What follows belongs to an exercise in optimizing a design on an open flow for small area, a short achievable clock period and few clock cycles; a production flow would make more cautious choices. Only the layout flow was run in this run; the RTL was not checked for function there.

<file path="flow/run.sh">
#!/bin/bash
# synth_recipe.tcl (not shown) runs the flow's synth.tcl, then flattens the netlist and writes it again
# the make line also repeats each setting of config.mk as NAME=value (left out here)
make -C /OpenROAD-flow-scripts/flow DESIGN_CONFIG=/design/flow/config.mk WORK_HOME=/design/flow/orfs CLKGATE_MAP_FILE= SYNTH_SCRIPT=/design/flow/synth_recipe.tcl finish
</file>
<file path="flow/config.mk">
export PLATFORM = sky130hd
export DESIGN_NAME = fpu32
export DESIGN_NICKNAME = fpu32
export VERILOG_FILES = /design/flow/design.v
export SDC_FILE = /design/flow/constraint.sdc
export NUM_CORES = 4
export LEC_CHECK = 0
export ABC_CLOCK_PERIOD_IN_PS = 7000
export CAP_MARGIN = 20
export CORE_MARGIN = 2
export CORE_UTILIZATION = 55
export SLEW_MARGIN = 20
</file>
<file path="flow/constraint.sdc">
create_clock -name core_clock -period 34.0 [get_ports {clk}]
set_input_delay 6.8000 -clock core_clock [delete_from_list [all_inputs] [get_ports {clk}]]
set_output_delay 6.8000 -clock core_clock [all_outputs]
set_load 0.01 [all_outputs]
</file>
<file path="flow/design.v">
module fpu32 (
    input  wire        clk,
    input  wire        rst,         
    input  wire        in_valid,
    output wire        in_ready,
    input  wire [2:0]  in_op,       
    input  wire [1:0]  in_rm,       
    input  wire [2:0]  in_rel,      
    input  wire [31:0] in_a,
    input  wire [31:0] in_b,
    input  wire [31:0] in_c,        
    output reg         out_valid,
    output reg  [31:0] out_result,
    output reg  [4:0]  out_flags    
);
    assign in_ready = 1'b1;
    reg        s0_valid;
    reg [2:0]  s0_op;
    reg [1:0]  s0_rm;
    reg [2:0]  s0_rel;
    reg [31:0] s0_a, s0_b, s0_c;
    always @(posedge clk) begin
        s0_valid <= !rst && in_valid;
        s0_op    <= in_op;
        s0_rm    <= in_rm;
        s0_rel   <= in_rel;
        s0_a     <= in_a;
        s0_b     <= in_b;
        s0_c     <= in_c;
    end
    wire [47:0] e_prod;
    wire [76:0] e_addend;
    wire        e_sticky, e_sub, e_sp, e_sz;
    wire [10:0] e_ebase;
    wire        e_spec, e_spec_nv;
    wire [31:0] e_spec_res;
    fpu32_exec u_exec (
        .op       (s0_op),
        .rel      (s0_rel),
        .a        (s0_a),
        .b        (s0_b),
        .c        (s0_c),
        .prod     (e_prod),
        .addend   (e_addend),
        .sticky   (e_sticky),
        .sub      (e_sub),
        .sp       (e_sp),
        .sz       (e_sz),
        .ebase    (e_ebase),
        .spec     (e_spec),
        .spec_res (e_spec_res),
        .spec_nv  (e_spec_nv)
    );
    reg        s1_valid;
    reg [1:0]  s1_rm;
    reg [47:0] s1_prod;
    reg [76:0] s1_addend;
    reg        s1_sticky, s1_sub, s1_sp, s1_sz;
    reg [10:0] s1_ebase;
    reg        s1_spec, s1_spec_nv;
    reg [31:0] s1_spec_res;
    always @(posedge clk) begin
        s1_valid    <= !rst && s0_valid;
        s1_rm       <= s0_rm;
        s1_prod     <= e_prod;
        s1_addend   <= e_addend;
        s1_sticky   <= e_sticky;
        s1_sub      <= e_sub;
        s1_sp       <= e_sp;
        s1_sz       <= e_sz;
        s1_ebase    <= e_ebase;
        s1_spec     <= e_spec;
        s1_spec_res <= e_spec_res;
        s1_spec_nv  <= e_spec_nv;
    end
    wire [76:0] m_mag;
    wire [6:0]  m_lz;
    wire        m_zero, m_sign;
    fpu32_sum u_sum (
        .prod   (s1_prod),
        .addend (s1_addend),
        .sticky (s1_sticky),
        .sub    (s1_sub),
        .sp     (s1_sp),
        .sz     (s1_sz),
        .mag    (m_mag),
        .lz     (m_lz),
        .zero   (m_zero),
        .sign   (m_sign)
    );
    reg        s2_valid;
    reg [1:0]  s2_rm;
    reg [76:0] s2_mag;
    reg [6:0]  s2_lz;
    reg        s2_zero, s2_sign, s2_sticky, s2_zsign;
    reg [10:0] s2_ebase;
    reg        s2_spec, s2_spec_nv;
    reg [31:0] s2_spec_res;
    always @(posedge clk) begin
        s2_valid    <= !rst && s1_valid;
        s2_rm       <= s1_rm;
        s2_mag      <= m_mag;
        s2_lz       <= m_lz;
        s2_zero     <= m_zero;
        s2_sign     <= m_sign;
        s2_sticky   <= s1_sticky;
        s2_zsign    <= (s1_sp == s1_sz) ? s1_sp : (s1_rm == 2'd3);
        s2_ebase    <= s1_ebase;
        s2_spec     <= s1_spec;
        s2_spec_res <= s1_spec_res;
        s2_spec_nv  <= s1_spec_nv;
    end
    wire [31:0] r_result;
    wire [4:0]  r_flags;
    fpu32_round u_round (
        .rm     (s2_rm),
        .sign   (s2_sign),
        .mag    (s2_mag),
        .lz     (s2_lz),
        .sticky (s2_sticky),
        .ebase  (s2_ebase),
        .result (r_result),
        .flags  (r_flags)
    );
    always @(posedge clk) begin
        out_valid <= !rst && s2_valid;
        if (s2_spec) begin
            out_result <= s2_spec_res;
            out_flags  <= {s2_spec_nv, 4'd0};
        end else if (s2_zero) begin
            out_result <= {s2_zsign, 31'd0};
            out_flags  <= 5'd0;
        end else begin
            out_result <= r_result;
            out_flags  <= r_flags;
        end
    end
endmodule
module fpu32_exec (
    input  wire [2:0]  op,
    input  wire [2:0]  rel,
    input  wire [31:0] a,
    input  wire [31:0] b,
    input  wire [31:0] c,
    output wire [47:0] prod,
    output wire [76:0] addend,
    output wire        sticky,      
    output wire        sub,         
    output wire        sp,          
    output wire        sz,          
    output wire [10:0] ebase,       
    output reg         spec,        
    output reg  [31:0] spec_res,
    output reg         spec_nv
);
    localparam [31:0] DEFAULT_NAN = 32'h7FC0_0000;
    wire is_cmp = op[2];
    wire is_add = !op[2] && !op[1];
    wire is_sub = is_add && op[0];
    wire is_fma = !op[2] && op[1] && op[0];
    wire a_nan  = (a[30:23] == 8'hFF) && (a[22:0] != 23'd0);
    wire b_nan  = (b[30:23] == 8'hFF) && (b[22:0] != 23'd0);
    wire c_nan  = (c[30:23] == 8'hFF) && (c[22:0] != 23'd0);
    wire a_snan = a_nan && !a[22];
    wire b_snan = b_nan && !b[22];
    wire c_snan = c_nan && !c[22];
    wire [7:0]  fx = a[30:23];
    wire [7:0]  fy = is_add ? 8'd127 : b[30:23];
    wire [22:0] ty = is_add ? 23'd0 : b[22:0];
    wire        sy = !is_add && b[31];
    assign sp = a[31] ^ sy;
    wire [31:0] z = is_add ? {b[31] ^ is_sub, b[30:0]} :
                    is_fma ? c : {sp, 31'd0};
    assign sz = z[31];
    wire x_inf  = (fx == 8'hFF) && (a[22:0] == 23'd0);
    wire y_inf  = (fy == 8'hFF) && (ty == 23'd0);
    wire z_inf  = (z[30:23] == 8'hFF) && (z[22:0] == 23'd0);
    wire x_zero = (fx == 8'd0) && (a[22:0] == 23'd0);
    wire y_zero = (fy == 8'd0) && (ty == 23'd0);
    wire z_zero = (z[30:0] == 31'd0);
    wire p_zero = x_zero || y_zero;
    wire [23:0] mx = {fx != 8'd0, a[22:0]};
    wire [23:0] my = {fy != 8'd0, ty};
    wire [23:0] mz = {z[30:23] != 8'd0, z[22:0]};
    wire [7:0]  ex = {fx[7:1], fx[0] | (fx == 8'd0)};
    wire [7:0]  ey = {fy[7:1], fy[0] | (fy == 8'd0)};
    wire [7:0]  ez = {z[30:24], z[23] | (z[30:23] == 8'd0)};
    assign prod = mx * my;
    wire signed [10:0] ep_top = $signed({3'd0, ex}) + $signed({3'd0, ey}) - 11'sd99;
    wire signed [10:0] d      = ep_top - $signed({3'd0, ez});
    wire clamp = p_zero || (!z_zero && d[10]);
    assign ebase = clamp ? {3'd0, ez} : ep_top;
    wire [6:0] sh = (clamp || d[10]) ? 7'd0 : (d > 11'sd77) ? 7'd77 : d[6:0];
    wire [100:0] zs = {mz, 77'd0} >> sh;
    assign addend = zs[100:24];
    assign sticky = |zs[23:0];
    assign sub    = sp ^ sz;
    wire both_zero = (a[30:0] == 31'd0) && (b[30:0] == 31'd0);
    wire mag_eq    = (a[30:0] == b[30:0]);
    wire mag_lt    = (a[30:0] <  b[30:0]);
    wire c_eq = both_zero || (mag_eq && (a[31] == b[31]));
    wire c_lt = !both_zero && ((a[31] != b[31]) ? a[31] :
                               a[31] ? !(mag_lt || mag_eq) : mag_lt);
    reg  c_res;
    always @* begin
        case (rel)
            3'd0:    c_res = c_eq;
            3'd1:    c_res = !c_eq;
            3'd2:    c_res = c_lt;
            3'd3:    c_res = c_lt || c_eq;
            3'd4:    c_res = !c_lt && !c_eq;
            3'd5:    c_res = !c_lt;
            default: c_res = 1'b0;
        endcase
    end
    wire zero_inf = (x_zero && y_inf) || (x_inf && y_zero);
    wire any_snan = a_snan || b_snan || (is_fma && c_snan);
    always @* begin
        spec     = 1'b1;
        spec_res = 32'd0;
        spec_nv  = 1'b0;
        if (is_cmp) begin
            if (a_nan || b_nan) begin
                spec_res = {31'd0, (rel == 3'd1) || (rel == 3'd6)};
                spec_nv  = a_snan || b_snan || (rel >= 3'd2 && rel <= 3'd5);
            end else begin
                spec_res = {31'd0, c_res};
            end
        end else if (a_nan || b_nan || (is_fma && c_nan)) begin
            spec_res = (a_nan ? a : b_nan ? b : c) | 32'h0040_0000;
            spec_nv  = any_snan || (is_fma && zero_inf);
        end else if (zero_inf) begin
            spec_res = DEFAULT_NAN;
            spec_nv  = 1'b1;
        end else if (x_inf || y_inf) begin
            if (z_inf && (sz != sp)) begin
                spec_res = DEFAULT_NAN;
                spec_nv  = 1'b1;
            end else begin
                spec_res = {sp, 8'hFF, 23'd0};
            end
        end else if (z_inf) begin
            spec_res = {sz, 8'hFF, 23'd0};
        end else begin
            spec = 1'b0;
        end
    end
endmodule
module fpu32_sum (
    input  wire [47:0] prod,
    input  wire [76:0] addend,
    input  wire        sticky,
    input  wire        sub,
    input  wire        sp,
    input  wire        sz,
    output wire [76:0] mag,
    output wire [6:0]  lz,
    output wire        zero,
    output wire        sign
);
    wire [77:0] pw = {28'd0, prod, 2'd0};
    wire [77:0] cw = {1'b0, addend};
    wire [77:0] s  = pw + (sub ? ~cw : cw) + {77'd0, sub && !sticky};
    wire        neg = sub && s[77];
    assign mag  = neg ? (~s[76:0] + 77'd1) : s[76:0];
    assign sign = neg ? sz : sp;
    fpu32_lzc u_lzc (.v({mag, 1'b1, 50'd0}), .lz(lz));
    assign zero = (lz == 7'd77);
endmodule
module fpu32_lzc (
    input  wire [127:0] v,
    output wire [6:0]   lz
);
    genvar i;
    wire [63:0]  z1;
    wire [63:0]  c1;
    wire [31:0]  z2;
    wire [63:0]  c2;
    wire [15:0]  z3;
    wire [47:0]  c3;
    wire [7:0]   z4;
    wire [31:0]  c4;
    wire [3:0]   z5;
    wire [19:0]  c5;
    wire [1:0]   z6;
    wire [11:0]  c6;
    generate
        for (i = 0; i < 64; i = i + 1) begin : g1
            assign z1[i] = !(v[2*i+1] || v[2*i]);
            assign c1[i] = !v[2*i+1];
        end
        for (i = 0; i < 32; i = i + 1) begin : g2
            assign z2[i]         = z1[2*i+1] && z1[2*i];
            assign c2[2*i +: 2]  = z1[2*i+1] ? {1'b1, c1[2*i]} : {1'b0, c1[2*i+1]};
        end
        for (i = 0; i < 16; i = i + 1) begin : g3
            assign z3[i]         = z2[2*i+1] && z2[2*i];
            assign c3[3*i +: 3]  = z2[2*i+1] ? {1'b1, c2[2*(2*i) +: 2]} : {1'b0, c2[2*(2*i+1) +: 2]};
        end
        for (i = 0; i < 8; i = i + 1) begin : g4
            assign z4[i]         = z3[2*i+1] && z3[2*i];
            assign c4[4*i +: 4]  = z3[2*i+1] ? {1'b1, c3[3*(2*i) +: 3]} : {1'b0, c3[3*(2*i+1) +: 3]};
        end
        for (i = 0; i < 4; i = i + 1) begin : g5
            assign z5[i]         = z4[2*i+1] && z4[2*i];
            assign c5[5*i +: 5]  = z4[2*i+1] ? {1'b1, c4[4*(2*i) +: 4]} : {1'b0, c4[4*(2*i+1) +: 4]};
        end
        for (i = 0; i < 2; i = i + 1) begin : g6
            assign z6[i]         = z5[2*i+1] && z5[2*i];
            assign c6[6*i +: 6]  = z5[2*i+1] ? {1'b1, c5[5*(2*i) +: 5]} : {1'b0, c5[5*(2*i+1) +: 5]};
        end
    endgenerate
    assign lz = z6[1] ? {1'b1, c6[5:0]} : {1'b0, c6[11:6]};
endmodule
module fpu32_round (
    input  wire [1:0]  rm,
    input  wire        sign,
    input  wire [76:0] mag,
    input  wire [6:0]  lz,
    input  wire        sticky,     
    input  wire [10:0] ebase,
    output reg  [31:0] result,
    output reg  [4:0]  flags
);
    localparam RM_RNE = 2'd0, RM_RZ = 2'd1, RM_RU = 2'd2, RM_RD = 2'd3;
    wire signed [10:0] eb   = ebase;
    wire               le1  = (eb <= 11'sd1);
    wire        [10:0] ebm1 = ebase - 11'd1;
    wire        [6:0]  s    = le1 ? 7'd0 : (ebm1 < {4'd0, lz}) ? ebm1[6:0] : lz;
    wire [76:0] n    = mag << s;
    wire [10:0] eres = ebase - {4'd0, s};
    wire        norm  = n[76];
    wire [23:0] kept  = n[76:53];
    wire        rbit  = n[52];
    wire        st2   = (|n[50:0]) | sticky;
    wire        stick = n[51] | st2;
    wire        inexact = rbit | stick;
    reg up;
    always @* begin
        case (rm)
            RM_RNE:  up = rbit && (stick || kept[0]);
            RM_RZ:   up = 1'b0;
            RM_RU:   up = inexact && !sign;
            default: up = inexact && sign;
        endcase
    end
    wire [10:0] ef  = norm ? eres : 11'd0;
    wire [33:0] inc = {ef, kept[22:0]} + {33'd0, up};
    wire        ovf = (inc[33:23] >= 11'd255);
    reg u_up;
    always @* begin
        case (rm)
            RM_RNE:  u_up = n[51] && (st2 || n[52]);
            RM_RZ:   u_up = 1'b0;
            RM_RU:   u_up = (n[51] || st2) && !sign;
            default: u_up = (n[51] || st2) && sign;
        endcase
    end
    wire tiny = !norm && !((&n[75:52]) && u_up);
    wire to_inf = (rm == RM_RNE) || (rm == RM_RU && !sign) || (rm == RM_RD && sign);
    always @* begin
        if (ovf) begin
            result = to_inf ? {sign, 8'hFF, 23'd0} : {sign, 8'hFE, 23'h7FFFFF};
            flags  = 5'b00101;
        end else begin
            result = {sign, inc[30:0]};
            flags  = {3'b000, tiny && inexact, inexact};
        end
    end
endmodule
</file>
==> run notes <==
GRT Util Overall=slightly above 40%; Top FF cell, synth=dfxtp_1; Place WS=roughly 23 ns; Least-Margin Pin Slew=1.09 ns; number of flops mapped to enable cells by yosys=0; Final HPWL DP=approximately 150000 um; Final Skew=0.0271 ns; worst reg2reg path startpoint=s2_ebase[0]; Cells after Synth=approximately 6100; RSZ-0062 raised after global routing=false; max cap viols=0; largest area contributor in the netlist=fa_1; initial cell density of the core=a little under three fifths; Hold Crit Class=reg -> reg; Die ar.=~94000 um^2; total CTS buffers=50; Ys Warns=3; Bufs on Longest Clock Path=3; Post-synth top cells=nand2_1 (760), inv_1 (659), fa_1 (485); Setup Fix Bufs, Post-CTS=0; post-CTS resize count=0; DP Area=52800 um^2; cts hold-fix bufs=0; Rel. slew slack=roughly a quarter; CP arrival=between 10 and 15 ns; Routed Wire Length=roughly 200000 um; CTS root buf=clkbuf_16; Synth Cell Area=just over 50000 um^2; Final Cycle Share=roughly a third; Overflow after GRT=0; synthesis-stage register bit count=approximately 450; min cycle time layout=~11 ns; DRT antenna net count=0; Max Fclk=just over 90 MHz; CP max stage cell=a222oi_1; Worst Setup End Kind=register; gp weighted congestion=between 1 and 1.5; area of the multi-input gates=between 30000 and 40000 um^2; Post-Syn Area per Cell=a little over 8 um^2; final worst slack=around 23 ns; post-route DRC violation count=0; clock tree sinks=453; DR pass1 iterations=8; cell repeated most along the worst path=ha_1; # IOs=~150; Initial DRC Count=around 5300; Placed Cells=around 7000; first-pass GRT wire length=a little under 300000 um; nets=just under 7000; Core Region=91400 um^2; row count=roughly 110; Post-Layout Cell Count=between 7000 and 8000; count leader, synth=nand2_1; status=timing/DRC/antenna clean; Crit path largest cell delay=between 0.8 and 0.9 ns; reg-to-reg endpoint=out_result[5]; Area growth, synth to finish=7.62%; Final Hold Fails=0; largest cells by area after synthesis=fa_1 (19%), dfxtp_1 (18%), ha_1 (7.4%); share of cells above drive strength 1=under 10%; Critical Path End=out_result[5]; Worst Setup Path Type=reg -> reg; R2R cell count=31; sequential fraction of the synthesis area=17.9%; crit-path max FO=67; Distinct cells, synth=approximately 120; Yosys top cell area share=roughly a fifth; Finish-stage setup viols=0; Die X=between 300 and 400 um; clock slew at reported path FFs=approximately 0.060 ns; Synth async-reset ratio=0%; R2R setup slack=23.07 ns; Wirelength per Cell=26.9 um; Syn Nets=7030; CTS tree=done; fillers=8342; antenna violations before repair=5; H-tree lvl count=2; Clk Latency, worst-skew pair=around 0.65 ns; crit start category=register; pin count of the biggest net entering global routing=just over 90; Register Area=between 9000 and 10000 um^2; die height=307 um; Final Slew Violations=0; WP data required=34.48 ns; setup_tns=0 ns; vias in the first global route=46000; vias per cell=6.52; CP Launch Point=s2_ebase[0]; post-route cell area=around 54000 um^2; DR vias=between 40000 and 50000; port bufs=143
-- cell usage in the layout (no fill, tap or decap), types with 35 or more instances in the layout --
cell / instances
nor3_1: 130
and3_1: 194
mux2i_1: 166
ha_1: 299
a211oi_1: 161
fa_1: 485
o31ai_1: 35
xor2_1: 134
buf_4: 111
nand3_1: 101
mux2_2: 36
o22ai_1: 53
o211ai_1: 52
nor4_1: 42
o21ai_0: 156
xnor2_1: 159
a21oi_1: 304
a22oi_1: 86
clkdlybuf4s50_1: 143
dfxtp_1: 451
inv_1: 659
a21o_1: 90
nor2_1: 430
nand4_1: 71
a31oi_1: 51
nand2_1: 760
clkbuf_16: 50
-- flip-flops by register name, summed over array words and instances (netlist names), 10 cells and up --
name         flops
s1_addend       77
s2_mag          77
s1_prod         48
out_result      32
s0_a            32
s0_b            32
s0_c            32
s1_spec_res     32
s2_spec_res     32
s1_ebase        10
s2_ebase        10
-- layer usage --
layer	wire (um)	vias to the layer above	GRT usage, %
met5	53	-	0
met4	15200	6	26.7
met3	18900	745	8.74
met2	87600	2841	64.7
met1	75000	22900	51.1
li1	-	21100	-
-- kinds of logic (layout without fill, tap and decap cells) --
| logic type | count (synthesis) | in the layout | share of synthesized area [%] |
|---|---|---|---|
| multiplexers | 209 | 209 | 4.37 |
| adder cells (fa/ha/maj) | 784 | 784 | 26.6 |
| XOR/XNOR | 294 | 294 | 5.11 |
| buffers and inverters | 1041 | 1014 | 8.24 |
| AO/OA/AOI/OAI | 1375 | 1375 | 19.1 |
| AND/OR/NAND/NOR | 1981 | 1981 | 18.7 |
| flip-flops | 453 | 453 | 17.9 |
| other | 2 | 7 | 0.0148 |
-- worst min-delay path by stage --
stage,endpoint,cells past startpoint,from,slack (ns)
3_5_place_dp,s2_ebase[6],0,s1_ebase[6],0.31
4_1_cts,s2_spec_res[29],0,s1_spec_res[29],0.32
2_1_floorplan,s1_rm[0],0,s0_rm[0],0.31
5_1_grt,s2_ebase[9],0,s1_ebase[9],0.33
6_report,s2_spec_res[26],0,s1_spec_res[26],0.32
3_3_place_gp,s2_spec_res[28],0,s1_spec_res[28],0.31
-- stage by stage --
| step | hold slack (ns) | utilization (%) |
|---|---|---|
| finish | 0.316 | 59.6 |
| global route | 0.327 | 59.6 |
| CTS | 0.318 | 59.6 |
| detailed placement | 0.312 | 57.7 |
| global placement | 0.310 | 57.7 |
| floorplan | 0.310 | - |
-- layout make-up --
cell class	instances	area share [%]
repair buffers	256	4.18
diodes	5	0.0230
clock buffers	59	2.40
flip-flops and latches	453	16.7
clock inverters	34	0.698
inverters	665	4.59
well taps	1186	2.72
multi-input cells	4645	68.7
-- critical path: cells and delay by family, from the launching register on --
family / cells / cell delay, ns
compound gates: 18 / 5.92
simple gates: 5 / 1.60
fa+ha+maj: 4 / 1.10
buf+inv: 2 / 0.97
flops: 1 / 0.53
mux: 1 / 0.38
xor+xnor: 1 / 0.18

==> re-timing with driven ports <==
The flow's constraints put no driver on any port. The routed layout listed below was extracted and timed again, unchanged, in two steps. Step 1 (the two cells are an assumption about what drives the block):
set clk [get_ports {clk}]
set_driving_cell -lib_cell sky130_fd_sc_hd__clkbuf_16 $clk
set_driving_cell -lib_cell sky130_fd_sc_hd__buf_2 [delete_from_list [all_inputs] $clk]
Step 2 times the ports against the registers' clock, not the clock port: input delays grow and output delays shrink by t, the midpoint of the rising clock arrivals with the driver on. Three values: ideal, step 1, step 2; two values: the first two.
shift t [ns]: 0.701
slack for setup (ns): 23.071 / 23.071 / 23.071
worst data-port slew with drivers (ns): 0.05
After both steps this run still meets setup and hold. The setup slack of this run moves by 0.000 ns with the drivers and by 0.000 ns with both steps.
